This is an optimization exercise on Yosys and OpenROAD, whose aim is small area, a short achievable clock period and few clock cycles per item, not a production implementation.
RTL that was checked went through simulation tests only; none was proved equivalent to the original.
For run 1, only the layout was checked, not whether the RTL still works.

==> flow/design.v <==
module fpu_norm_round (
    input  wire               sign,
    input  wire signed [9:0]  exp,
    input  wire        [31:0] sig,
    input  wire               sticky,
    output reg         [31:0] result,
    output reg                overflow,    
    output reg                underflow    
);
    wire        lim  = (exp[9:5] == 5'd0);
    wire [31:0] mark = lim ? (32'h8000_0000 >> exp[4:0]) : 32'd0;
    wire [31:0] x    = sig | mark;
    wire [15:0] z2;    
    wire [15:0] p2;    
    genvar g;
    generate
        for (g = 0; g < 16; g = g + 1) begin : l2
            assign z2[g] = !(x[2*g+1] | x[2*g]);
            assign p2[g] = !x[2*g+1];
        end
    endgenerate
    wire [7:0]  z4;
    wire [15:0] p4;
    generate
        for (g = 0; g < 8; g = g + 1) begin : l4
            assign z4[g] = z2[2*g+1] & z2[2*g];
            assign p4[2*g+1:2*g] = z2[2*g+1] ? {1'b1, p2[2*g]} : {1'b0, p2[2*g+1]};
        end
    endgenerate
    wire [3:0]  z8;
    wire [11:0] p8;
    generate
        for (g = 0; g < 4; g = g + 1) begin : l8
            assign z8[g] = z4[2*g+1] & z4[2*g];
            assign p8[3*g+2:3*g] = z4[2*g+1] ? {1'b1, p4[4*g+1:4*g]} : {1'b0, p4[4*g+3:4*g+2]};
        end
    endgenerate
    wire [1:0]  z16;
    wire [7:0]  p16;
    generate
        for (g = 0; g < 2; g = g + 1) begin : l16
            assign z16[g] = z8[2*g+1] & z8[2*g];
            assign p16[4*g+3:4*g] = z8[2*g+1] ? {1'b1, p8[6*g+2:6*g]} : {1'b0, p8[6*g+5:6*g+3]};
        end
    endgenerate
    wire [4:0]  lz = z16[1] ? {1'b1, p16[3:0]} : {1'b0, p16[7:4]};
    wire [31:0] norm = sig << lz;
    wire signed [9:0] e_n = exp + 10'sd1 - $signed({5'd0, lz});
    wire [23:0] kept  = norm[31:8];
    wire        guard = norm[7];
    wire        st    = (|norm[6:0]) | sticky;
    wire        big   = norm[31] && (e_n >= 10'sd255);
    wire [7:0]  e_field = norm[31] ? e_n[7:0] : 8'd0;
    wire [30:0] rounded = {e_field, kept[22:0]} + {30'd0, guard & (st | kept[0])};
    always @* begin
        overflow  = 1'b0;
        underflow = 1'b0;
        if (big || rounded[30:23] == 8'hFF) begin
            result   = {sign, 8'hFF, 23'd0};
            overflow = 1'b1;
        end else begin
            result    = {sign, rounded};
            underflow = (guard | st) && (rounded[30:23] == 8'd0);
        end
    end
endmodule
module lane_fpu (
    input  wire        clk,
    input  wire        rst,         
    input  wire        in_valid,
    output wire        in_ready,
    input  wire [3:0]  in_op,
    input  wire [31:0] in_wa,
    input  wire [31:0] in_wb,
    output reg         out_valid,
    output reg  [31:0] out_wa,
    output reg  [5:0]  out_arith
);
    localparam [3:0] OP_FADD   = 4'h0, OP_FSUB = 4'h1, OP_FMUL  = 4'h2,
                     OP_FDIV   = 4'h3, OP_FSQRT = 4'h4, OP_FABS = 4'h5,
                     OP_FNEG   = 4'h6, OP_ITOF = 4'h7, OP_FTOI  = 4'h8,
                     OP_FTRUNC = 4'h9, OP_FMIN = 4'hA, OP_FMAX  = 4'hB;
    localparam [2:0] Q_IDLE = 3'd0, Q_NORM = 3'd1, Q_ITER = 3'd2,
                     Q_INJ  = 3'd3, Q_MUL  = 3'd4;
    reg  [2:0]        sq_state;
    reg               sq_sqrt;      
    reg               sq_mul;       
    reg               sq_sign;
    reg signed [9:0]  sq_e;
    reg  [24:0]       sq_d;         
    reg  [28:0]       sq_r;         
    reg  [27:0]       sq_q;         
    reg  [2:0]        sq_cnt;
    reg               dn1;
    wire signed [9:0] sq_e_half = (sq_e >>> 1) + 10'sd127;
    wire signed [9:0] inj_exp   = sq_sqrt ? sq_e_half : sq_e;
    wire              inj_dn    = inj_exp < 10'sd1;
    reg        v0, slow0;
    reg [3:0]  op0;
    reg [31:0] a0, b0;
    assign in_ready = !slow0 && !dn1 &&
                      ((sq_state == Q_IDLE) ||
                       ((sq_state == Q_INJ || sq_state == Q_MUL) && !inj_dn));
    wire in_a_small = (in_wa[30:29] == 2'b00) && (in_wa[28:0] != 29'd0);
    wire in_b_small = (in_wb[30:29] == 2'b00) && (in_wb[28:0] != 29'd0);
    wire in_slow = (in_op == OP_FDIV) || (in_op == OP_FSQRT) ||
                   ((in_op == OP_FMUL) && (in_a_small || in_b_small));
    always @(posedge clk) begin
        a0  <= in_wa;
        b0  <= in_wb;
        op0 <= in_op;
        if (rst) begin
            v0    <= 1'b0;
            slow0 <= 1'b0;
        end else begin
            v0    <= in_valid && in_ready;
            slow0 <= in_valid && in_ready && in_slow;
        end
    end
    wire        sa = a0[31];
    wire        sb = b0[31];
    wire [7:0]  ea = a0[30:23];
    wire [7:0]  eb = b0[30:23];
    wire [22:0] fa = a0[22:0];
    wire [22:0] fb = b0[22:0];
    wire a_ez = (ea == 8'd0), b_ez = (eb == 8'd0);
    wire a_em = (ea == 8'hFF), b_em = (eb == 8'hFF);
    wire a_fz = (fa == 23'd0), b_fz = (fb == 23'd0);
    wire a_zero = a_ez && a_fz, b_zero = b_ez && b_fz;
    wire a_inf  = a_em && a_fz, b_inf  = b_em && b_fz;
    wire a_nan  = a_em && !a_fz, b_nan = b_em && !b_fz;
    wire a_snan = a_nan && !fa[22], b_snan = b_nan && !fb[22];
    wire a_small = (a0[30:29] == 2'b00) && (a0[28:0] != 29'd0);
    wire b_small = (b0[30:29] == 2'b00) && (b0[28:0] != 29'd0);
    wire [23:0] siga = {!a_ez, fa};
    wire [23:0] sigb = {!b_ez, fb};
    wire [7:0]  ea_eff = {ea[7:1], ea[0] | a_ez};
    wire [7:0]  eb_eff = {eb[7:1], eb[0] | b_ez};
    wire is_add  = (op0 == OP_FADD) || (op0 == OP_FSUB);
    wire is_mul  = (op0 == OP_FMUL);
    wire is_div  = (op0 == OP_FDIV);
    wire is_sqrt = (op0 == OP_FSQRT);
    wire is_itof = (op0 == OP_ITOF);
    wire is_cvt  = (op0 == OP_FTOI) || (op0 == OP_FTRUNC);
    wire is_mm   = (op0 == OP_FMIN) || (op0 == OP_FMAX);
    wire mag_gt = a0[30:0] > b0[30:0];
    wire mag_eq = a0[30:0] == b0[30:0];
    wire        sa_eff  = sa ^ op0[0];
    wire        eff_sub = sa_eff ^ sb;
    wire        a_big   = mag_gt && !is_cvt;
    wire [23:0] big_sig = a_big ? siga : sigb;
    wire [23:0] sml_sig = a_big ? sigb : siga;
    wire [7:0]  big_e   = a_big ? ea_eff : eb_eff;
    wire [7:0]  d_ab    = ea_eff - eb_eff;
    wire [7:0]  d_ba    = eb_eff - ea_eff;
    wire [7:0]  d_cvt   = 8'd157 - ea;
    wire [7:0]  sh_amt  = is_cvt ? d_cvt : (a_big ? d_ab : d_ba);
    wire        big_s   = a_big ? sa_eff : sb;
    wire        sh_all = (sh_amt[7:5] != 3'd0);
    wire [31:0] shx0 = {sml_sig, 8'd0};
    wire [31:0] shx1 = sh_amt[0] ? {1'b0,  shx0[31:1]}  : shx0;
    wire        sst1 = sh_amt[0] & shx0[0];
    wire [31:0] shx2 = sh_amt[1] ? {2'b0,  shx1[31:2]}  : shx1;
    wire        sst2 = sh_amt[1] & (|shx1[1:0]);
    wire [31:0] shx3 = sh_amt[2] ? {4'b0,  shx2[31:4]}  : shx2;
    wire        sst3 = sh_amt[2] & (|shx2[3:0]);
    wire [31:0] shx4 = sh_amt[3] ? {8'b0,  shx3[31:8]}  : shx3;
    wire        sst4 = sh_amt[3] & (|shx3[7:0]);
    wire [31:0] shx5 = sh_amt[4] ? {16'b0, shx4[31:16]} : shx4;
    wire        sst5 = sh_amt[4] & (|shx4[15:0]);
    wire [31:0] shy  = sh_all ? 32'd0 : shx5;
    wire        sh_st = sh_all ? (sml_sig != 24'd0) : (sst1 | sst2 | sst3 | sst4 | sst5);
    wire [32:0] add_a = {1'b0, big_sig, 8'd0};
    wire [32:0] add_b = {1'b0, shy} ^ {33{eff_sub}};
    wire [32:0] add_sum = add_a + add_b + {32'd0, eff_sub & !sh_st};
    wire        mul_seq = (sq_state == Q_MUL);
    wire [23:0] mul_x   = mul_seq ? sq_d[23:0] : siga;
    wire [23:0] mul_y   = mul_seq ? sq_r[23:0] : sigb;
    wire [47:0] mul_p   = mul_x * mul_y;
    wire [9:0]  mul_e   = {2'b00, ea_eff} + {2'b00, eb_eff} - 10'd127;
    wire [31:0] itof_mag = (a0 ^ {32{sa}}) + {31'd0, sa};
    wire        cvt_g   = shy[0];
    wire        cvt_rnd = (op0 == OP_FTOI) && cvt_g && (sh_st || shy[1]);
    wire [31:0] cvt_res = ({1'b0, shy[31:1]} ^ {32{sa}}) + {31'd0, sa ^ cvt_rnd};
    wire b_lt_a = (sb && !sa) || (!sb && !sa && mag_gt) || (sb && sa && !mag_gt && !mag_eq);
    wire b_gt_a = (!sb && sa) || (!sb && !sa && !mag_gt && !mag_eq) || (sb && sa && mag_gt);
    reg        k_pass;     
    reg  [2:0] k_src;      
    reg        k_sign;
    reg  [9:0] k_exp;
    reg        k_ov, k_nan, k_dz;
    reg        go_seq;
    reg  [1:0] pv_sel;     
    reg        pv_s;       
    reg        pv_e;       
    reg        pv_q;       
    reg        pv_m;       
    always @* begin
        k_pass = 1'b1;
        k_src  = 3'd4;
        k_sign = 1'b0;
        k_exp  = 10'd0;
        k_ov   = 1'b0;
        k_nan  = 1'b0;
        k_dz   = 1'b0;
        go_seq = 1'b0;
        pv_sel = 2'd0;
        pv_s   = 1'b0;
        pv_e   = 1'b0;
        pv_q   = 1'b0;
        pv_m   = 1'b0;
        case (op0)
            OP_FADD, OP_FSUB: begin
                if (a_nan || b_nan) begin
                    pv_e = 1'b1; pv_q = 1'b1;
                    k_nan = a_snan || b_snan;
                end else if (a_inf && b_inf && eff_sub) begin
                    pv_e = 1'b1; pv_q = 1'b1;
                    k_nan = 1'b1;
                end else if (b_inf) begin
                    pv_sel = 2'd2;
                end else if (a_inf) begin
                    pv_s = sa_eff; pv_e = 1'b1;
                end else begin
                    k_pass = 1'b0;
                    k_src  = 3'd0;
                    k_sign = (eff_sub && mag_eq) ? 1'b0 : big_s;
                    k_exp  = {2'b00, big_e};
                end
            end
            OP_FMUL: begin
                if (a_nan || b_nan) begin
                    pv_e = 1'b1; pv_q = 1'b1;
                    k_nan = a_snan || b_snan;
                end else if ((a_inf && b_zero) || (b_inf && a_zero)) begin
                    pv_e = 1'b1; pv_q = 1'b1;
                    k_nan = 1'b1;
                end else if (a_inf || b_inf) begin
                    pv_s = sa ^ sb; pv_e = 1'b1;
                end else if (a_zero || b_zero) begin
                    pv_s = sa ^ sb;
                end else if (a_small || b_small) begin
                    go_seq = 1'b1;
                end else begin
                    k_pass = 1'b0;
                    k_src  = 3'd1;
                    k_sign = sa ^ sb;
                    k_exp  = mul_e;
                end
            end
            OP_FDIV: begin
                if (a_nan || b_nan) begin
                    pv_e = 1'b1; pv_q = 1'b1;
                    k_nan = a_snan || b_snan;
                end else if ((a_zero && b_zero) || (a_inf && b_inf)) begin
                    pv_e = 1'b1; pv_q = 1'b1;
                    k_nan = 1'b1;
                end else if (b_inf) begin
                    pv_s = sa ^ sb; pv_e = 1'b1;
                end else if (a_zero) begin
                    pv_s = sa ^ sb; pv_e = 1'b1;
                    k_dz = 1'b1;
                end else if (a_inf || b_zero) begin
                    pv_s = sa ^ sb;
                end else begin
                    go_seq = 1'b1;
                end
            end
            OP_FSQRT: begin
                if (a_nan) begin
                    pv_e = 1'b1; pv_q = 1'b1;
                    k_nan = a_snan;
                end else if (a_zero) begin
                    pv_sel = 2'd1; pv_s = sa;
                end else if (sa) begin
                    pv_e = 1'b1; pv_q = 1'b1;
                    k_nan = 1'b1;
                end else if (a_inf) begin
                    pv_sel = 2'd1; pv_s = sa;
                end else begin
                    go_seq = 1'b1;
                end
            end
            OP_FABS: begin
                pv_sel = 2'd1; pv_s = 1'b0;
            end
            OP_FNEG: begin
                pv_sel = 2'd1; pv_s = !sa;
            end
            OP_ITOF: begin
                k_pass = 1'b0;
                k_src  = 3'd2;
                k_sign = sa;
                k_exp  = 10'd157;
            end
            OP_FTOI, OP_FTRUNC: begin
                if (a_nan) begin
                    k_nan = 1'b1;
                end else if (ea >= 8'd158) begin
                    if (a0 == 32'hCF00_0000) begin
                        pv_s = 1'b1;
                    end else begin
                        pv_s = sa; pv_e = !sa; pv_q = !sa; pv_m = !sa;
                        k_ov = 1'b1;
                    end
                end else begin
                    k_src = 3'd3;
                end
            end
            OP_FMIN, OP_FMAX: begin
                if (a_nan && b_nan) begin
                    pv_e = 1'b1; pv_q = 1'b1;
                    k_nan = a_snan || b_snan;
                end else if (b_nan) begin
                    pv_sel = 2'd1; pv_s = sa;
                    k_nan = b_snan;
                end else if (a_nan) begin
                    pv_sel = 2'd2;
                    k_nan = a_snan;
                end else if (op0[0] ? b_gt_a : b_lt_a) begin
                    pv_sel = 2'd2;
                end else begin
                    pv_sel = 2'd1; pv_s = sa;
                end
            end
            default: begin
                pv_sel = 2'd1; pv_s = sa;
            end
        endcase
    end
    wire [31:0] pv_const = {pv_s, {8{pv_e}}, pv_q, {22{pv_m}}};
    wire [31:0] pass_val = (pv_sel == 2'd1) ? {pv_s, a0[30:0]} :
                           (pv_sel == 2'd2) ? b0 : pv_const;
    reg  [31:0] e1_sig;
    reg         e1_st;
    always @* begin
        case (k_src)
            3'd0:    begin e1_sig = add_sum[32:1];  e1_st = add_sum[0] | sh_st; end
            3'd1:    begin e1_sig = mul_p[47:16];   e1_st = |mul_p[15:0];      end
            3'd2:    begin e1_sig = itof_mag;       e1_st = 1'b0;              end
            3'd3:    begin e1_sig = cvt_res;        e1_st = 1'b0;              end
            default: begin e1_sig = pass_val;       e1_st = 1'b0;              end
        endcase
    end
    reg [28:0] st_r [0:4];
    reg [27:0] st_q [0:4];
    reg [24:0] st_d [0:4];
    reg [29:0] it_x, it_y, it_s;
    reg [30:0] it_t;
    integer    j;
    always @* begin
        st_r[0] = sq_r;
        st_q[0] = sq_q;
        st_d[0] = sq_d;
        for (j = 0; j < 4; j = j + 1) begin
            if (sq_sqrt) begin
                it_x = {st_r[j][27:0], st_d[j][24:23]};
                it_y = {st_q[j][26:0], 2'b01};
            end else begin
                it_x = {1'b0, st_r[j]};
                it_y = {5'd0, st_d[j]};
            end
            it_t = {1'b0, it_x} - {1'b0, it_y};
            it_s = it_t[30] ? it_x : it_t[29:0];
            st_q[j+1] = {st_q[j][26:0], !it_t[30]};
            if (sq_sqrt) begin
                st_r[j+1] = it_s[28:0];
                st_d[j+1] = {st_d[j][22:0], 2'b00};
            end else begin
                st_r[j+1] = {it_s[27:0], 1'b0};
                st_d[j+1] = st_d[j];
            end
        end
    end
    wire d_norm = sq_sqrt ? (!sq_d[24] && (!sq_d[23] || sq_e[0])) : !sq_d[23];
    wire r_norm = !sq_sqrt && !sq_r[23];
    wire seq_out = (sq_state == Q_INJ) || (sq_state == Q_MUL);
    always @(posedge clk) begin
        if (rst) begin
            sq_state <= Q_IDLE;
        end else begin
            case (sq_state)
                Q_IDLE: begin
                    if (v0 && go_seq) begin
                        sq_sqrt <= is_sqrt;
                        sq_mul  <= is_mul;
                        sq_sign <= is_sqrt ? 1'b0 : (sa ^ sb);
                        sq_d    <= {1'b0, siga};
                        sq_r    <= {5'd0, sigb};
                        sq_q    <= 28'd0;
                        sq_cnt  <= 3'd0;
                        if (is_div)
                            sq_e <= $signed({2'b00, eb_eff}) - $signed({2'b00, ea_eff}) + 10'sd127;
                        else if (is_mul)
                            sq_e <= $signed(mul_e);
                        else
                            sq_e <= $signed({2'b00, ea_eff}) - 10'sd127;
                        sq_state <= Q_NORM;
                    end
                end
                Q_NORM: begin
                    if (d_norm || r_norm) begin
                        if (d_norm) sq_d <= {sq_d[23:0], 1'b0};
                        if (r_norm) sq_r <= {sq_r[27:0], 1'b0};
                        if (sq_mul)
                            sq_e <= sq_e - {9'd0, d_norm} - {9'd0, r_norm};
                        else if (sq_sqrt)
                            sq_e <= sq_e - {9'd0, d_norm};
                        else
                            sq_e <= sq_e + {9'd0, d_norm} - {9'd0, r_norm};
                    end else begin
                        if (sq_mul) begin
                            sq_state <= Q_MUL;
                        end else begin
                            sq_state <= Q_ITER;
                            if (sq_sqrt) sq_r <= 29'd0;
                        end
                    end
                end
                Q_ITER: begin
                    sq_r   <= st_r[4];
                    sq_q   <= st_q[4];
                    sq_d   <= st_d[4];
                    sq_cnt <= sq_cnt + 3'd1;
                    if (sq_cnt == 3'd6) sq_state <= Q_INJ;
                end
                default: begin     
                    sq_state <= Q_IDLE;
                end
            endcase
        end
    end
    reg               v1, pass1, sign1, ov1, nan1, dz1, st1;
    reg signed [9:0]  exp1;
    reg        [31:0] sig1;
    wire dn_flush = exp1 <= -10'sd26;
    always @(posedge clk) begin
        if (rst) begin
            v1  <= 1'b0;
            dn1 <= 1'b0;
        end else if (dn1) begin
            if (dn_flush) begin
                sig1 <= 32'd0;
                st1  <= st1 | (sig1 != 32'd0);
                exp1 <= 10'sd1;
                dn1  <= 1'b0;
            end else begin
                sig1 <= {1'b0, sig1[31:1]};
                st1  <= st1 | sig1[0];
                exp1 <= exp1 + 10'sd1;
                dn1  <= exp1 < 10'sd0;
            end
        end else if (seq_out) begin
            v1    <= 1'b1;
            pass1 <= 1'b0;
            sign1 <= sq_sign;
            ov1   <= 1'b0;
            nan1  <= 1'b0;
            dz1   <= 1'b0;
            exp1  <= inj_exp;
            dn1   <= inj_dn;
            if (sq_mul) begin
                sig1 <= mul_p[47:16];
                st1  <= |mul_p[15:0];
            end else begin
                sig1 <= {1'b0, sq_q, 3'd0};
                st1  <= (sq_r != 29'd0);
            end
        end else begin
            v1    <= v0 && !go_seq;
            pass1 <= k_pass;
            sign1 <= k_sign;
            ov1   <= k_ov;
            nan1  <= k_nan;
            dz1   <= k_dz;
            exp1  <= $signed(k_exp);
            sig1  <= e1_sig;
            st1   <= e1_st;
        end
    end
    wire        fpu_ovf, fpu_unf;
    wire [31:0] fpu_res;
    fpu_norm_round u_round (
        .sign      (sign1),
        .exp       (exp1),
        .sig       (sig1),
        .sticky    (st1),
        .result    (fpu_res),
        .overflow  (fpu_ovf),
        .underflow (fpu_unf)
    );
    always @(posedge clk) begin
        if (rst) begin
            out_valid <= 1'b0;
        end else begin
            out_valid <= v1 && !dn1;
        end
        out_wa    <= pass1 ? sig1 : fpu_res;
        out_arith <= {dz1, nan1, !pass1 & fpu_unf, !pass1 & fpu_ovf, 1'b0, ov1};
    end
endmodule
==> flow/run.sh <==
#!/bin/bash
# synth_recipe.tcl (not shown) runs the flow's synth.tcl, then flattens the netlist and writes it again
# the make line also repeats each setting of config.mk as NAME=value (left out here)
make -C /OpenROAD-flow-scripts/flow DESIGN_CONFIG=/design/flow/config.mk WORK_HOME=/design/flow/orfs CLKGATE_MAP_FILE= SYNTH_SCRIPT=/design/flow/synth_recipe.tcl finish
==> flow/config.mk <==
export PLATFORM = sky130hd
export DESIGN_NAME = lane_fpu
export DESIGN_NICKNAME = lane_fpu
export VERILOG_FILES = /design/flow/design.v
export SDC_FILE = /design/flow/constraint.sdc
export NUM_CORES = 4
export LEC_CHECK = 0
export CAP_MARGIN = 20
export CORE_MARGIN = 2
export CORE_UTILIZATION = 30
export SLEW_MARGIN = 20
==> flow/constraint.sdc <==
create_clock -name core_clock -period 22.0 [get_ports {clk}]
set_input_delay 4.4000 -clock core_clock [delete_from_list [all_inputs] [get_ports {clk}]]
set_output_delay 4.4000 -clock core_clock [all_outputs]
set_load 0.01 [all_outputs]
==> flow_metrics.tcl, run 1 <==
set metrics [dict create \
    cp_max_fo 71 \
    path_clk_slew_ns 0.07 \
    overflow 0 \
    finalCritPeriodShare_pct 79.5 \
    rsz0062_at_grt "false" \
    htreeDepth 1 \
    cts_buffer_depth 3 \
    layout-drive-gt1-share_pct 6.42 \
    fin_nets 7875 \
    core_area_sq_um 180000 \
    tightest_slew_ns 1.21 \
    cpPeakStageDelay_ns 0.74 \
    wl_per_cell_um 27.2 \
    cts.hold.buffers_added 0 \
    final_cell_mix "nand2_1 (934), inv_1 (658), nor2_1 (628)" \
    synthArstFlopShare_pct 0 \
    drtIter0Drc 6188 \
    die-area_sq_um 184000 \
    crit_top_cell "a21oi_1" \
    grt_pass1_wl_um 368000 \
    clockRootBuffer "clkbuf_16" \
    wl_um 253000 \
    drc 0 \
    maxSlewHeadroom_pct 18.7 \
    dp_hpwl_um 201000 \
    start_kind "register" \
    finalSetupViolCount 0 \
    track_usage_pct 26.7 \
    vias_per_cell 5.83 \
    numCtsBuffers 31 \
    clk_latency_ns 0.69 \
    required_ns 22.41 \
    synth_edf_count 146 \
    antenna_found_initial 13 \
    io_pins 111 \
    start_util_pct 30.1 \
    tns_ns 0 \
    cts_tree "done" \
    chipWidth_um 429 \
    die_h_um 429 \
    crit_type "register to register" \
    ys.warnings.count 5 \
    syn_avg_cell_area_sq_um 7.83 \
    ys_seq_area_share_pct 12.3 \
    syn_nets 7910 \
    ant_nets 0 \
    gp_congestion 1.02 \
    syn_to_final_growth_pct 10.1 \
    cts_resized 0 \
    synth_flop_cell "edfxtp_1" \
    dr.pass1.iters 6 \
    finalCriticalPeriod_ns 17.48 \
    grt_pass1_vias 52400 \
    arrival_ns 17.89 \
    ys_ff_latch 259 \
    io_buffers 109 \
    clock.fmax_ghz 0.0572 \
    status "timing/DRC/antenna clean" \
    final_common_cell "nand2_1" \
    critPathSlowestCell "buf_4" \
    ys_types 120 \
    hold_violations 0 \
    fin_worst_skew_ns 0.0322 \
    grt_start_max_net_pins 151 \
    end_kind "register" \
    vias 54100 \
    rows 156 \
    synth_area_sq_um 54200 \
    slew_violations 0 \
    post_cts_buffers 0 \
    cts_sinks 259 \
    max_cap_violations 0 \
    hold_path.class "register to register" \
    netlist_instances 6926 \
]
-- per-stage QoR --
step,worst slack (ns),instance area (sq um),std cells,hold WS [ns],util (%)
5_1_grt,3.18,59700,9286,0.361,33.1
3_5_place_dp,4.98,58600,9227,0.334,32.5
3_3_place_gp,4.99,58600,9227,0.329,32.5
2_1_floorplan,2.59,54200,6926,0.323,-
4_1_cts,4.92,59700,9285,0.351,33.1
6_report,4.52,59700,9291,0.346,33.1
-- synth_stat cells, drive strengths merged (114+ instances only) --
master    n  area share, %
fa      491             18
xor2    122            2.0
a21o    114            1.6
inv     662            4.6
nor2    639            4.5
mux2i   242            4.5
nand2   937            6.5
edfxtp  146            8.1
nand3   114            1.1
xnor2   303            4.9
nor3    127            1.2
ha      422            9.7
clkbuf  299            2.1
o21ai   304            2.9
a21oi   521            4.9
-- area by class of cell --
cell class / count / area [sq um]
timing repair buffer: 313 / 2640
tap: 2370 / 2970
sequential: 259 / 6650
antenna: 5 / 12.5
clock buffer: 39 / 900
inverter: 668 / 2510
fill: 19100 / 120000
multi-input combinational: 5618 / 43900
clock inverter: 19 / 193
-- flip-flops by register name (all words and copies together), names as in the netlist, 3 cells and up --
signal,cells
sq_cnt,3
sq_e,10
exp1,10
sq_r,29
b0,32
sq_d,25
a0,32
sq_state,3
out_arith,5
op0,4
sq_q,28
out_wa,32
sig1,32
-- routing by layer --
layer / wire length, um / track usage [%]
met5: 47 / 0
met4: 13300 / 11.9
met3: 21800 / 4.37
met2: 111000 / 41.4
met1: 106000 / 36.2
-- final timing paths --
check | slack (ns) | endpoint | cells past startpoint | start
worst max-delay path | 4.52 | sq_r[24]$_DFFE_PP_ | 67 | sq_sqrt$_DFFE_PP_
worst max register to register | 4.52 | sq_r[24]$_DFFE_PP_ | 67 | sq_sqrt$_DFFE_PP_
worst min register to register | 0.35 | out_arith[0]$_DFF_P_ | 0 | ov1$_SDFFCE_PP0P_
worst min-delay path | 0.35 | out_arith[0]$_DFF_P_ | 0 | ov1$_SDFFCE_PP0P_
-- critical path: cells and delay by family, from the launching register on --
| kind | cells | cell delay, ns |
|---|---|---|
| multiplexers | 3 | 1.00 |
| AND/OR/NAND/NOR | 19 | 4.22 |
| buffers and inverters | 6 | 2.05 |
| adder cells (fa/ha/maj) | 4 | 1.52 |
| AO/OA/AOI/OAI | 35 | 7.73 |
| flip-flops | 1 | 0.49 |
-- cells by family (layout without fill, tap and decap cells) --
kind of cell / after synthesis / after routing / synth area share (%)
AOI/OAI and AO/OA: 1676 / 1676 / 20.6
muxes: 302 / 302 / 5.83
adders and majority gates: 913 / 913 / 27.9
and+or+nand+nor: 2299 / 2299 / 19.0
buffers and inverters: 1049 / 1039 / 7.41
DFF: 259 / 259 / 12.3
xor gates and xnor gates: 427 / 427 / 6.96
other: 1 / 6 / 0.00691
==> inputs of run 2 (changes only) <==
--- a/flow/design.v
+++ b/flow/design.v
@@ -90,11 +90,11 @@
     reg  [24:0]       sq_d;         
     reg  [28:0]       sq_r;         
     reg  [27:0]       sq_q;         
-    reg  [2:0]        sq_cnt;
+    reg  [3:0]        sq_cnt;
     reg               dn1;
     wire signed [9:0] sq_e_half = (sq_e >>> 1) + 10'sd127;
     wire signed [9:0] inj_exp   = sq_sqrt ? sq_e_half : sq_e;
-    wire              inj_dn    = inj_exp < 10'sd1;
+    reg               inj_dn;       
     reg        v0, slow0;
     reg [3:0]  op0;
     reg [31:0] a0, b0;
@@ -342,9 +342,9 @@
             default: begin e1_sig = pass_val;       e1_st = 1'b0;              end
         endcase
     end
-    reg [28:0] st_r [0:4];
-    reg [27:0] st_q [0:4];
-    reg [24:0] st_d [0:4];
+    reg [28:0] st_r [0:2];
+    reg [27:0] st_q [0:2];
+    reg [24:0] st_d [0:2];
     reg [29:0] it_x, it_y, it_s;
     reg [30:0] it_t;
     integer    j;
@@ -352,7 +352,7 @@
         st_r[0] = sq_r;
         st_q[0] = sq_q;
         st_d[0] = sq_d;
-        for (j = 0; j < 4; j = j + 1) begin
+        for (j = 0; j < 2; j = j + 1) begin
             if (sq_sqrt) begin
                 it_x = {st_r[j][27:0], st_d[j][24:23]};
                 it_y = {st_q[j][26:0], 2'b01};
@@ -375,61 +375,61 @@
     wire d_norm = sq_sqrt ? (!sq_d[24] && (!sq_d[23] || sq_e[0])) : !sq_d[23];
     wire r_norm = !sq_sqrt && !sq_r[23];
     wire seq_out = (sq_state == Q_INJ) || (sq_state == Q_MUL);
+    wire ld_norm = is_div ? (a_ez || b_ez) :
+                   is_sqrt ? (a_ez || !ea_eff[0]) : (a_ez || b_ez);
+    wire signed [9:0] ld_e = is_div ? ($signed({2'b00, eb_eff}) - $signed({2'b00, ea_eff}) + 10'sd127) :
+                             is_mul ? $signed(mul_e) : ($signed({2'b00, ea_eff}) - 10'sd127);
     always @(posedge clk) begin
         if (rst) begin
             sq_state <= Q_IDLE;
         end else begin
             case (sq_state)
-                Q_IDLE: begin
-                    if (v0 && go_seq) begin
-                        sq_sqrt <= is_sqrt;
-                        sq_mul  <= is_mul;
-                        sq_sign <= is_sqrt ? 1'b0 : (sa ^ sb);
-                        sq_d    <= {1'b0, siga};
-                        sq_r    <= {5'd0, sigb};
-                        sq_q    <= 28'd0;
-                        sq_cnt  <= 3'd0;
-                        if (is_div)
-                            sq_e <= $signed({2'b00, eb_eff}) - $signed({2'b00, ea_eff}) + 10'sd127;
-                        else if (is_mul)
-                            sq_e <= $signed(mul_e);
-                        else
-                            sq_e <= $signed({2'b00, ea_eff}) - 10'sd127;
-                        sq_state <= Q_NORM;
-                    end
-                end
-                Q_NORM: begin
-                    if (d_norm || r_norm) begin
-                        if (d_norm) sq_d <= {sq_d[23:0], 1'b0};
-                        if (r_norm) sq_r <= {sq_r[27:0], 1'b0};
-                        if (sq_mul)
-                            sq_e <= sq_e - {9'd0, d_norm} - {9'd0, r_norm};
-                        else if (sq_sqrt)
-                            sq_e <= sq_e - {9'd0, d_norm};
-                        else
-                            sq_e <= sq_e + {9'd0, d_norm} - {9'd0, r_norm};
-                    end else begin
-                        if (sq_mul) begin
-                            sq_state <= Q_MUL;
-                        end else begin
-                            sq_state <= Q_ITER;
-                            if (sq_sqrt) sq_r <= 29'd0;
-                        end
-                    end
-                end
-                Q_ITER: begin
-                    sq_r   <= st_r[4];
-                    sq_q   <= st_q[4];
-                    sq_d   <= st_d[4];
-                    sq_cnt <= sq_cnt + 3'd1;
-                    if (sq_cnt == 3'd6) sq_state <= Q_INJ;
-                end
-                default: begin     
+                Q_IDLE:
+                    if (v0 && go_seq)
+                        sq_state <= ld_norm ? Q_NORM : (is_mul ? Q_MUL : Q_ITER);
+                Q_NORM:
+                    if (!(d_norm || r_norm))
+                        sq_state <= sq_mul ? Q_MUL : Q_ITER;
+                Q_ITER:
+                    if (sq_cnt == 4'd13) sq_state <= Q_INJ;
+                default:     
                     sq_state <= Q_IDLE;
-                end
             endcase
         end
     end
+    always @(posedge clk) begin
+        case (sq_state)
+            Q_IDLE: begin
+                sq_sqrt <= is_sqrt;
+                sq_mul  <= is_mul;
+                sq_sign <= is_sqrt ? 1'b0 : (sa ^ sb);
+                sq_d    <= {1'b0, siga};
+                sq_r    <= is_sqrt ? 29'd0 : {5'd0, sigb};
+                sq_q    <= 28'd0;
+                sq_cnt  <= 4'd0;
+                sq_e    <= ld_e;
+                inj_dn  <= !is_sqrt && (ld_e < 10'sd1);
+            end
+            Q_NORM: begin
+                if (d_norm) sq_d <= {sq_d[23:0], 1'b0};
+                if (r_norm) sq_r <= {sq_r[27:0], 1'b0};
+                if (sq_mul)
+                    sq_e <= sq_e - {9'd0, d_norm} - {9'd0, r_norm};
+                else if (sq_sqrt)
+                    sq_e <= sq_e - {9'd0, d_norm};
+                else
+                    sq_e <= sq_e + {9'd0, d_norm} - {9'd0, r_norm};
+                inj_dn <= !sq_sqrt && (sq_e < 10'sd1);
+            end
+            Q_ITER: begin
+                sq_r   <= st_r[2];
+                sq_q   <= st_q[2];
+                sq_d   <= st_d[2];
+                sq_cnt <= sq_cnt + 4'd1;
+            end
+            default: ;
+        endcase
+    end
     reg               v1, pass1, sign1, ov1, nan1, dz1, st1;
     reg signed [9:0]  exp1;
     reg        [31:0] sig1;
@@ -439,26 +439,32 @@
             v1  <= 1'b0;
             dn1 <= 1'b0;
         end else if (dn1) begin
+            dn1 <= !dn_flush && (exp1 < 10'sd0);
+        end else if (seq_out) begin
+            v1  <= 1'b1;
+            dn1 <= inj_dn;
+        end else begin
+            v1  <= v0 && !go_seq;
+        end
+    end
+    always @(posedge clk) begin
+        if (dn1) begin
             if (dn_flush) begin
                 sig1 <= 32'd0;
                 st1  <= st1 | (sig1 != 32'd0);
                 exp1 <= 10'sd1;
-                dn1  <= 1'b0;
             end else begin
                 sig1 <= {1'b0, sig1[31:1]};
                 st1  <= st1 | sig1[0];
                 exp1 <= exp1 + 10'sd1;
-                dn1  <= exp1 < 10'sd0;
             end
         end else if (seq_out) begin
-            v1    <= 1'b1;
             pass1 <= 1'b0;
             sign1 <= sq_sign;
             ov1   <= 1'b0;
             nan1  <= 1'b0;
             dz1   <= 1'b0;
             exp1  <= inj_exp;
-            dn1   <= inj_dn;
             if (sq_mul) begin
                 sig1 <= mul_p[47:16];
                 st1  <= |mul_p[15:0];
@@ -467,7 +473,6 @@
                 st1  <= (sq_r != 29'd0);
             end
         end else begin
-            v1    <= v0 && !go_seq;
             pass1 <= k_pass;
             sign1 <= k_sign;
             ov1   <= k_ov;
==> flow_metrics.tcl, run 2 <==
set metrics [dict create \
    syn_to_final_growth_pct 9.77 \
    rr_startpoint "sq_state[2]$_SDFFE_PP0P_" \
    start_kind "register" \
    post-place-ws_ns 9.88 \
    layout-drive-gt1-share_pct 6.25 \
    vias 49100 \
    die_h_um 411 \
    finalSetupViolCount 0 \
    ant_nets 0 \
    crit_top_cell "fa_1" \
    slew_violations 0 \
    tns_ns 0 \
    layout_setup_ws_ns 9.76 \
    reg2reg_depth 36 \
    hold_violations 0 \
    io_pins 111 \
    place_inst 8380 \
    drc 0 \
    tightest_slew_ns 1.14 \
    min_path_cells 0 \
    drtIter0Drc 6084 \
    synth_flop_cell "dfxtp_1" \
    path_clk_slew_ns 0.06 \
    overflow 0 \
    syn_nets 7253 \
    rsz0062_at_grt "false" \
    synthArstFlopShare_pct 0 \
    cts_resized 0 \
    arrival_ns 12.73 \
    synth_top_cell_area_share_pct 19.7 \
    final_cell_mix "nand2_1 (810), inv_1 (696), nor2_1 (568)" \
    start_util_pct 30.2 \
    crit_type "register to register" \
    wl_per_cell_um 25.6 \
    netlist_instances 6325 \
    finalCriticalPeriod_ns 12.24 \
    cp_max_fo 65 \
    synth_commonest_cells "nand2_1 (811), inv_1 (696), nor2_1 (571)" \
    cts_tree "done" \
    max_cap_violations 0 \
    clock.fmax_ghz 0.0817 \
    cts.hold.buffers_added 0 \
    status "timing/DRC/antenna clean" \
    worst-path-buf-inv 6 \
    fin_worst_skew_ns 0.0259 \
    num-fill-cells 17400 \
    grt_pass1_wl_um 318000 \
    wl_um 217000 \
    critPathSlowestCell "a21oi_1" \
    end_kind "register" \
    min-delay-start "nan1$_SDFFCE_PN0N_" \
    htreeDepth 2 \
    startpoint "sq_state[2]$_SDFFE_PP0P_" \
    synth_edf_count 105 \
    critical_path.top_delay_family "compound AO/OA/AOI/OAI gates" \
    cts_sinks 261 \
    vias_per_cell 5.81 \
    dr.pass1.iters 6 \
    final_common_cell "nand2_1" \
    ys_ff_latch 261 \
    yosysTopAreaCell "fa_1" \
    synth_area_leaders "fa_1 (20%), ha_1 (9.3%), edfxtp_1 (6.3%), dfxtp_1 (6.3%), nand2_1 (6.1%)" \
    required_ns 22.49 \
    clk_latency_ns 0.62 \
    antenna_found_initial 7 \
    post_cts_buffers 0 \
    die-area_sq_um 169000 \
    chipWidth_um 411 \
    maxSlewHeadroom_pct 23.2 \
    cp.depth 36 \
    dp_hpwl_um 171000 \
    grt_start_max_net_pins 159 \
    ys_seq_area_share_pct 12.6 \
    ys_types 96 \
    hold_path.class "register to register" \
    finalCritPeriodShare_pct 55.6 \
    track_usage_pct 24.9 \
    synth_area_sq_um 49700 \
    io_buffers 109 \
    ys.warnings.count 5 \
    fin_nets 7158 \
    yosysMostFrequentCell "nand2_1" \
    whs_ns 0.339 \
    grt_pass1_vias 47600 \
    syn_avg_cell_area_sq_um 7.86 \
    fin_cells 8449 \
    gp_congestion 1.01 \
    clockRootBuffer "clkbuf_16" \
    cpPeakStageDelay_ns 0.78 \
    cts_buffer_depth 3 \
    rows 149 \
    core_area_sq_um 165000 \
    numCtsBuffers 37 \
]
[run 2: cell type report]
class / count / area [sq um] / area share [%]
Antenna cell: 3 / 7.51 / 0.0137
Clock buffer: 45 / 1010 / 1.85
Clock inverter: 21 / 200 / 0.367
Inverter: 700 / 2630 / 4.82
Multi-Input combinational cell: 4972 / 39500 / 72.4
Sequential cell: 261 / 6280 / 11.5
Tap cell: 2189 / 2740 / 5.02
Timing Repair Buffer: 258 / 2230 / 4.08
[run 2: kinds of logic (layout without fill, tap and decap cells)]
| kind of cell | count (synthesis) | count (layout) | synth area share (%) |
|---|---|---|---|
| AO/OA/AOI/OAI | 1505 | 1505 | 20.3 |
| XOR/XNOR | 325 | 325 | 5.72 |
| adder cells (fa/ha/maj) | 857 | 857 | 28.9 |
| buffers and inverters | 1092 | 1024 | 8.45 |
| flip-flops | 261 | 261 | 12.6 |
| multiplexers | 239 | 239 | 5.48 |
| other | 1 | 4 | 0.00754 |
| AND/OR/NAND/NOR | 2045 | 2045 | 18.5 |
[run 2: final timing paths]
check | endpoint | slack (ns)
worst min register to register | out_arith[4]$_DFF_P_ | 0.34
worst min-delay path | out_arith[4]$_DFF_P_ | 0.34
worst max register to register | sig1[30]$_DFF_P_ | 9.76
worst max-delay path | sig1[30]$_DFF_P_ | 9.76
[run 2: routing by layer]
layer	GRT usage [%]	routed length (um)	part of all wire [%]
met5	0	76	0.035
met4	11.8	11900	5.5
met3	4.89	21500	9.9
met2	37.4	92000	42
met1	34.1	91100	42
[run 2: through the flow]
stage / cell area, sq um / utilization [%]
6_report: 54600 / 33.1
5_1_grt: 54600 / 33.1
4_1_cts: 54600 / 33.1
3_5_place_dp: 53400 / 32.4
3_3_place_gp: 53400 / 32.4
2_1_floorplan: 49700 / -
Testbench counts of run 2, summed over its fixed seeds: cycles 52,509, items 24,000.
==> inputs of run 3 (changes only) <==
--- a/flow/design.v
+++ b/flow/design.v
@@ -89,8 +89,11 @@
     reg signed [9:0]  sq_e;
     reg  [24:0]       sq_d;         
     reg  [28:0]       sq_r;         
-    reg  [27:0]       sq_q;         
+    reg  [29:0]       sq_q;         
+    reg  [29:0]       sq_qm;        
+    reg  [27:0]       sq_c;         
     reg  [3:0]        sq_cnt;
+    localparam integer KD = 3, CD = 9, ND = KD * CD;
     reg               dn1;
     wire signed [9:0] sq_e_half = (sq_e >>> 1) + 10'sd127;
     wire signed [9:0] inj_exp   = sq_sqrt ? sq_e_half : sq_e;
@@ -105,9 +108,10 @@
     wire in_b_small = (in_wb[30:29] == 2'b00) && (in_wb[28:0] != 29'd0);
     wire in_slow = (in_op == OP_FDIV) || (in_op == OP_FSQRT) ||
                    ((in_op == OP_FMUL) && (in_a_small || in_b_small));
+    wire mul_ld;
     always @(posedge clk) begin
-        a0  <= in_wa;
-        b0  <= in_wb;
+        a0  <= mul_ld ? {9'd1, sq_d[22:0]} : in_wa;
+        b0  <= mul_ld ? {9'd1, sq_r[22:0]} : in_wb;
         op0 <= in_op;
         if (rst) begin
             v0    <= 1'b0;
@@ -173,10 +177,10 @@
     wire [32:0] add_a = {1'b0, big_sig, 8'd0};
     wire [32:0] add_b = {1'b0, shy} ^ {33{eff_sub}};
     wire [32:0] add_sum = add_a + add_b + {32'd0, eff_sub & !sh_st};
-    wire        mul_seq = (sq_state == Q_MUL);
-    wire [23:0] mul_x   = mul_seq ? sq_d[23:0] : siga;
-    wire [23:0] mul_y   = mul_seq ? sq_r[23:0] : sigb;
-    wire [47:0] mul_p   = mul_x * mul_y;
+    wire [23:0] mul_x   = siga;
+    wire [23:0] mul_y   = sigb;
+    wire [47:0] mul_p;
+    fpu_mul24 u_mul (.x(mul_x), .y(mul_y), .p(mul_p));
     wire [9:0]  mul_e   = {2'b00, ea_eff} + {2'b00, eb_eff} - 10'd127;
     wire [31:0] itof_mag = (a0 ^ {32{sa}}) + {31'd0, sa};
     wire        cvt_g   = shy[0];
@@ -350,33 +354,59 @@
     integer    j;
     always @* begin
         st_r[0] = sq_r;
-        st_q[0] = sq_q;
+        st_q[0] = sq_q[27:0];
         st_d[0] = sq_d;
         for (j = 0; j < 2; j = j + 1) begin
-            if (sq_sqrt) begin
-                it_x = {st_r[j][27:0], st_d[j][24:23]};
-                it_y = {st_q[j][26:0], 2'b01};
-            end else begin
-                it_x = {1'b0, st_r[j]};
-                it_y = {5'd0, st_d[j]};
-            end
+            it_x = {st_r[j][27:0], st_d[j][24:23]};
+            it_y = {st_q[j][26:0], 2'b01};
             it_t = {1'b0, it_x} - {1'b0, it_y};
             it_s = it_t[30] ? it_x : it_t[29:0];
             st_q[j+1] = {st_q[j][26:0], !it_t[30]};
-            if (sq_sqrt) begin
-                st_r[j+1] = it_s[28:0];
-                st_d[j+1] = {st_d[j][22:0], 2'b00};
-            end else begin
-                st_r[j+1] = {it_s[27:0], 1'b0};
-                st_d[j+1] = st_d[j];
-            end
+            st_r[j+1] = it_s[28:0];
+            st_d[j+1] = {st_d[j][22:0], 2'b00};
         end
     end
+    wire [27:0] dvd = {3'b000, sq_d[23:0], 1'b0};
+    reg  [27:0] dv_s [0:KD];
+    reg  [27:0] dv_c [0:KD];
+    reg  [29:0] dv_q [0:KD];
+    reg  [29:0] dv_m [0:KD];
+    reg  [27:0] dys, dyc, dfv, dsum, dcar;
+    reg  [3:0]  dest;
+    reg         dpos, dzero;
+    integer     k;
+    always @* begin
+        dv_s[0] = sq_r[27:0];
+        dv_c[0] = sq_c;
+        dv_q[0] = sq_q;
+        dv_m[0] = sq_qm;
+        for (k = 0; k < KD; k = k + 1) begin
+            dys   = {dv_s[k][26:0], 1'b0};
+            dyc   = {dv_c[k][26:0], 1'b0};
+            dest  = dys[27:24] + dyc[27:24];
+            dpos  = !dest[3];
+            dzero = (dest == 4'b1111);
+            dfv   = dpos ? ~dvd : (dzero ? 28'd0 : dvd);
+            dsum  = dys ^ dyc ^ dfv;
+            dcar  = (dys & dyc) | (dys & dfv) | (dyc & dfv);
+            dv_s[k+1] = dsum;
+            dv_c[k+1] = {dcar[26:0], dpos};
+            dv_q[k+1] = dpos  ? {dv_q[k][28:0], 1'b1} :
+                        dzero ? {dv_q[k][28:0], 1'b0} : {dv_m[k][28:0], 1'b1};
+            dv_m[k+1] = dpos  ? {dv_q[k][28:0], 1'b0} :
+                        dzero ? {dv_m[k][28:0], 1'b1} : {dv_m[k][28:0], 1'b0};
+        end
+    end
+    wire [27:0] dw   = sq_r[27:0] + sq_c;
+    wire        dneg = dw[27];
+    wire [29:0] dqf  = dneg ? sq_qm : sq_q;
+    wire        dst  = dneg ? (dw != (28'd0 - dvd)) : (dw != 28'd0);
     wire d_norm = sq_sqrt ? (!sq_d[24] && (!sq_d[23] || sq_e[0])) : !sq_d[23];
     wire r_norm = !sq_sqrt && !sq_r[23];
+    assign mul_ld = (sq_state == Q_NORM) && sq_mul && !(d_norm || r_norm);
     wire seq_out = (sq_state == Q_INJ) || (sq_state == Q_MUL);
     wire ld_norm = is_div ? (a_ez || b_ez) :
-                   is_sqrt ? (a_ez || !ea_eff[0]) : (a_ez || b_ez);
+                   is_sqrt ? (a_ez || !ea_eff[0]) : 1'b1;
     wire signed [9:0] ld_e = is_div ? ($signed({2'b00, eb_eff}) - $signed({2'b00, ea_eff}) + 10'sd127) :
                              is_mul ? $signed(mul_e) : ($signed({2'b00, ea_eff}) - 10'sd127);
     always @(posedge clk) begin
@@ -391,7 +421,7 @@
                     if (!(d_norm || r_norm))
                         sq_state <= sq_mul ? Q_MUL : Q_ITER;
                 Q_ITER:
-                    if (sq_cnt == 4'd13) sq_state <= Q_INJ;
+                    if (sq_cnt == (sq_sqrt ? 4'd13 : CD - 1)) sq_state <= Q_INJ;
                 default:     
                     sq_state <= Q_IDLE;
             endcase
@@ -405,7 +435,9 @@
                 sq_sign <= is_sqrt ? 1'b0 : (sa ^ sb);
                 sq_d    <= {1'b0, siga};
                 sq_r    <= is_sqrt ? 29'd0 : {5'd0, sigb};
-                sq_q    <= 28'd0;
+                sq_q    <= 30'd0;
+                sq_qm   <= {30{1'b1}};
+                sq_c    <= 28'd0;
                 sq_cnt  <= 4'd0;
                 sq_e    <= ld_e;
                 inj_dn  <= !is_sqrt && (ld_e < 10'sd1);
@@ -422,9 +454,16 @@
                 inj_dn <= !sq_sqrt && (sq_e < 10'sd1);
             end
             Q_ITER: begin
-                sq_r   <= st_r[2];
-                sq_q   <= st_q[2];
-                sq_d   <= st_d[2];
+                if (sq_sqrt) begin
+                    sq_r <= st_r[2];
+                    sq_q <= {2'b00, st_q[2]};
+                    sq_d <= st_d[2];
+                end else begin
+                    sq_r  <= {1'b0, dv_s[KD]};
+                    sq_c  <= dv_c[KD];
+                    sq_q  <= dv_q[KD];
+                    sq_qm <= dv_m[KD];
+                end
                 sq_cnt <= sq_cnt + 4'd1;
             end
             default: ;
@@ -468,9 +507,12 @@
             if (sq_mul) begin
                 sig1 <= mul_p[47:16];
                 st1  <= |mul_p[15:0];
-            end else begin
-                sig1 <= {1'b0, sq_q, 3'd0};
+            end else if (sq_sqrt) begin
+                sig1 <= {1'b0, sq_q[27:0], 3'd0};
                 st1  <= (sq_r != 29'd0);
+            end else begin
+                sig1 <= {1'b0, dqf[ND-1:0], {(31-ND){1'b0}}};
+                st1  <= dst;
             end
         end else begin
             pass1 <= k_pass;
@@ -504,3 +546,26 @@
         out_arith <= {dz1, nan1, !pass1 & fpu_unf, !pass1 & fpu_ovf, 1'b0, ov1};
     end
 endmodule
+module fpu_mul24 (
+    input  wire [23:0] x,
+    input  wire [23:0] y,
+    output wire [47:0] p
+);
+    wire [26:0] yy = {2'b00, y, 1'b0};
+    reg  [47:0] acc;
+    reg  [24:0] m;
+    reg         one, two, neg;
+    integer     i;
+    always @* begin
+        acc = 48'h0 - 48'd187649973288960;     
+        for (i = 0; i < 13; i = i + 1) begin
+            one = yy[2*i+1] ^ yy[2*i];
+            two = (yy[2*i+2] & ~yy[2*i+1] & ~yy[2*i]) | (~yy[2*i+2] & yy[2*i+1] & yy[2*i]);
+            neg = yy[2*i+2] & ~(yy[2*i+1] & yy[2*i]);
+            m   = one ? {1'b0, x} : (two ? {x, 1'b0} : 25'd0);
+            m   = m ^ {25{neg}};
+            acc = acc + ({22'd0, ~neg, m} << (2*i)) + ({47'd0, neg} << (2*i));
+        end
+    end
+    assign p = acc;
+endmodule
==> flow_metrics.tcl, run 3 <==
set metrics [dict create \
    syn_nets 7610 \
    die-area_sq_um 185000 \
    ys_types 112 \
    synth_flop_cell "edfxtp_1" \
    drtIter0Drc 6622 \
    rows 156 \
    syn_to_final_growth_pct 9.72 \
    cpPeakStageDelay_ns 0.82 \
    synth_commonest_cells "nand2_1 (537), xnor2_1 (508), inv_1 (507)" \
    dr.pass1.iters 10 \
    synthArstFlopShare_pct 0 \
    yosysTopAreaCell "fa_1" \
    status "timing/DRC/antenna clean" \
    syn_avg_cell_area_sq_um 8.02 \
    cts_tree "done" \
    cts_buffer_depth 3 \
    numCtsBuffers 43 \
    crit_type "register to register" \
    core_area_sq_um 181000 \
    tns_ns 0 \
    cts_resized 0 \
    io_pins 111 \
    wl_um 243000 \
    dp_hpwl_um 184000 \
    final_common_cell "nand2_1" \
    vias 54300 \
    fin_nets 7448 \
    htreeDepth 2 \
    ys_ff_latch 315 \
    arrival_ns 10.70 \
    final_cell_mix "nand2_1 (535), inv_1 (507), xnor2_1 (504)" \
    maxSlewHeadroom_pct 3.81 \
    ys.warnings.count 10 \
    required_ns 22.57 \
    io_buffers 109 \
    synth_top_cell_area_share_pct 12.2 \
    antenna_found_initial 17 \
    end_kind "register" \
    grt_pass1_wl_um 354000 \
    rsz0062_at_grt "false" \
    ys_seq_area_share_pct 14.5 \
    netlist_instances 6789 \
    layout-drive-gt1-share_pct 6.95 \
    multiInputGateArea_sq_um 42700 \
    grt_pass1_vias 52300 \
    gp_congestion 1.03 \
    whs_ns 0.341 \
    ant_nets 0 \
    yosysMostFrequentCell "nand2_1" \
    hold_violations 0 \
    overflow 0 \
    synth_edf_count 159 \
    clockRootBuffer "clkbuf_16" \
    start_util_pct 30.2 \
    fin_worst_skew_ns 0.0604 \
    start_kind "register" \
    grt_start_max_net_pins 76 \
    slew_violations 0 \
    chipWidth_um 430 \
    max_cap_violations 0 \
    post_cts_buffers 0 \
    tightest_slew_ns 1.44 \
    num-fill-cells 18800 \
    cts_sinks 315 \
    clk_latency_ns 0.66 \
    synth_area_leaders "fa_1 (12%), ha_1 (9.6%), edfxtp_1 (8.8%), xnor2_1 (8.2%), dfxtp_1 (5.7%)" \
    vias_per_cell 6.01 \
    layout_setup_ws_ns 11.87 \
    path_clk_slew_ns 0.07 \
    synth_area_sq_um 54500 \
    track_usage_pct 25.3 \
    post-place-ws_ns 11.90 \
    drc 0 \
    clock.fmax_ghz 0.0987 \
    cts.hold.buffers_added 0 \
    finalCriticalPeriod_ns 10.13 \
    critPathSlowestCell "clkinv_1" \
    finalCritPeriodShare_pct 46.0 \
    layout.area.seq_sq_um 7910 \
    cp_max_fo 15 \
    finalSetupViolCount 0 \
    die_h_um 430 \
    wl_per_cell_um 26.9 \
    hold_path.class "register to register" \
]
==> run 3: logic make-up (layout without fill, tap and decap cells) <==
group / Yosys count / in the layout / share of synthesized area (%)
AO/OA/AOI/OAI: 1919 / 1919 / 23.8
AND/OR/NAND/NOR: 1790 / 1790 / 15.8
buffers and inverters: 1036 / 909 / 7.38
adder cells (fa/ha/maj): 750 / 750 / 21.8
XOR/XNOR: 667 / 667 / 10.8
flip-flops: 315 / 315 / 14.5
multiplexers: 311 / 311 / 5.93
other: 1 / 6 / 0.00689
==> run 3: path summary, 6_finish.rpt <==
path / endpoint / startpoint / cells after the start / slack (ns)
setup / recovery: sig1[30]$_DFF_P_ / b0[11]$_DFF_P_ / 30 / 11.87
hold reg to reg: out_arith[5]$_DFF_P_ / dz1$_SDFFCE_PP0N_ / 0 / 0.34
setup reg to reg: sig1[30]$_DFF_P_ / b0[11]$_DFF_P_ / 30 / 11.87
hold / removal: out_arith[5]$_DFF_P_ / dz1$_SDFFCE_PP0N_ / 0 / 0.34
==> run 3: layout make-up <==
type / instances / share of cell area [%]
Clock inverter: 24 / 0.540
Sequential cell: 315 / 13.2
Tap cell: 2370 / 4.96
Timing Repair Buffer: 309 / 4.36
Inverter: 520 / 3.27
Multi-Input combinational cell: 5438 / 71.5
Clock buffer: 56 / 2.09
Antenna cell: 5 / 0.0209
==> run 3: critical path, delay by kind of cell, from the launching register on <==
family          cells  cell delay (ns)
compound gates     10             3.18
simple gates        4             0.55
fa+ha+maj           8             3.21
xor+xnor            2             1.03
flops               1             0.72
buf+inv             6             1.33
==> run 3: per-layer routing <==
metal | vias up | track usage, % | part of all wire [%]
met1 | 26500 | 31.3 | 38
li1 | 24000 | - | -
met3 | 753 | 5.46 | 9.3
met2 | 3001 | 40.3 | 45
met4 | 10 | 15.6 | 7.2
met5 | - | 0 | 0.025
==> run 3: stage by stage <==
stage                     area [sq um]  utilization (%)  cells
after detailed placement         58100             32.2   8951
after global routing             59700             33.1   9033
after global placement           58100             32.2   8949
after CTS                        59700             33.1   9031
after floorplan                  54500                -   6789
final                            59800             33.1   9037
Testbench counts of run 3, summed over its fixed seeds: cycles 45,984, items 24,000.

separate check: timing with driven ports:
The results above use ideal ports. As a check the final layouts listed here were re-extracted and re-timed, cells and wires unchanged.
Step 1 sets driving cells, clkbuf_16 on the clock port and buf_2 on the other inputs (assumed; they add their load-dependent delay and slew).
Step 2 times the ports against the registers' clock, not the clock port: input delays grow and output delays shrink by t, the midpoint of the rising clock arrivals with the driver on.
Three values: no drivers, after step 1, after step 2; two values: the first two.
run	t (ns)	slack for setup (ns)	hold slack, ns	worst register clock-pin slew, ns
run 1	0.745	4.518 / 4.518 / 4.518	0.346 / 0.346 / 0.346	0.08 / 0.08
run 2	0.655	9.759 / 9.759 / 9.759	0.339 / 0.339 / 0.339	0.07 / 0.07
run 3	0.710	11.869 / 11.869 / 11.869	0.341 / 0.341 / 0.341	0.07 / 0.07
After both steps setup and hold are still met in every run listed.
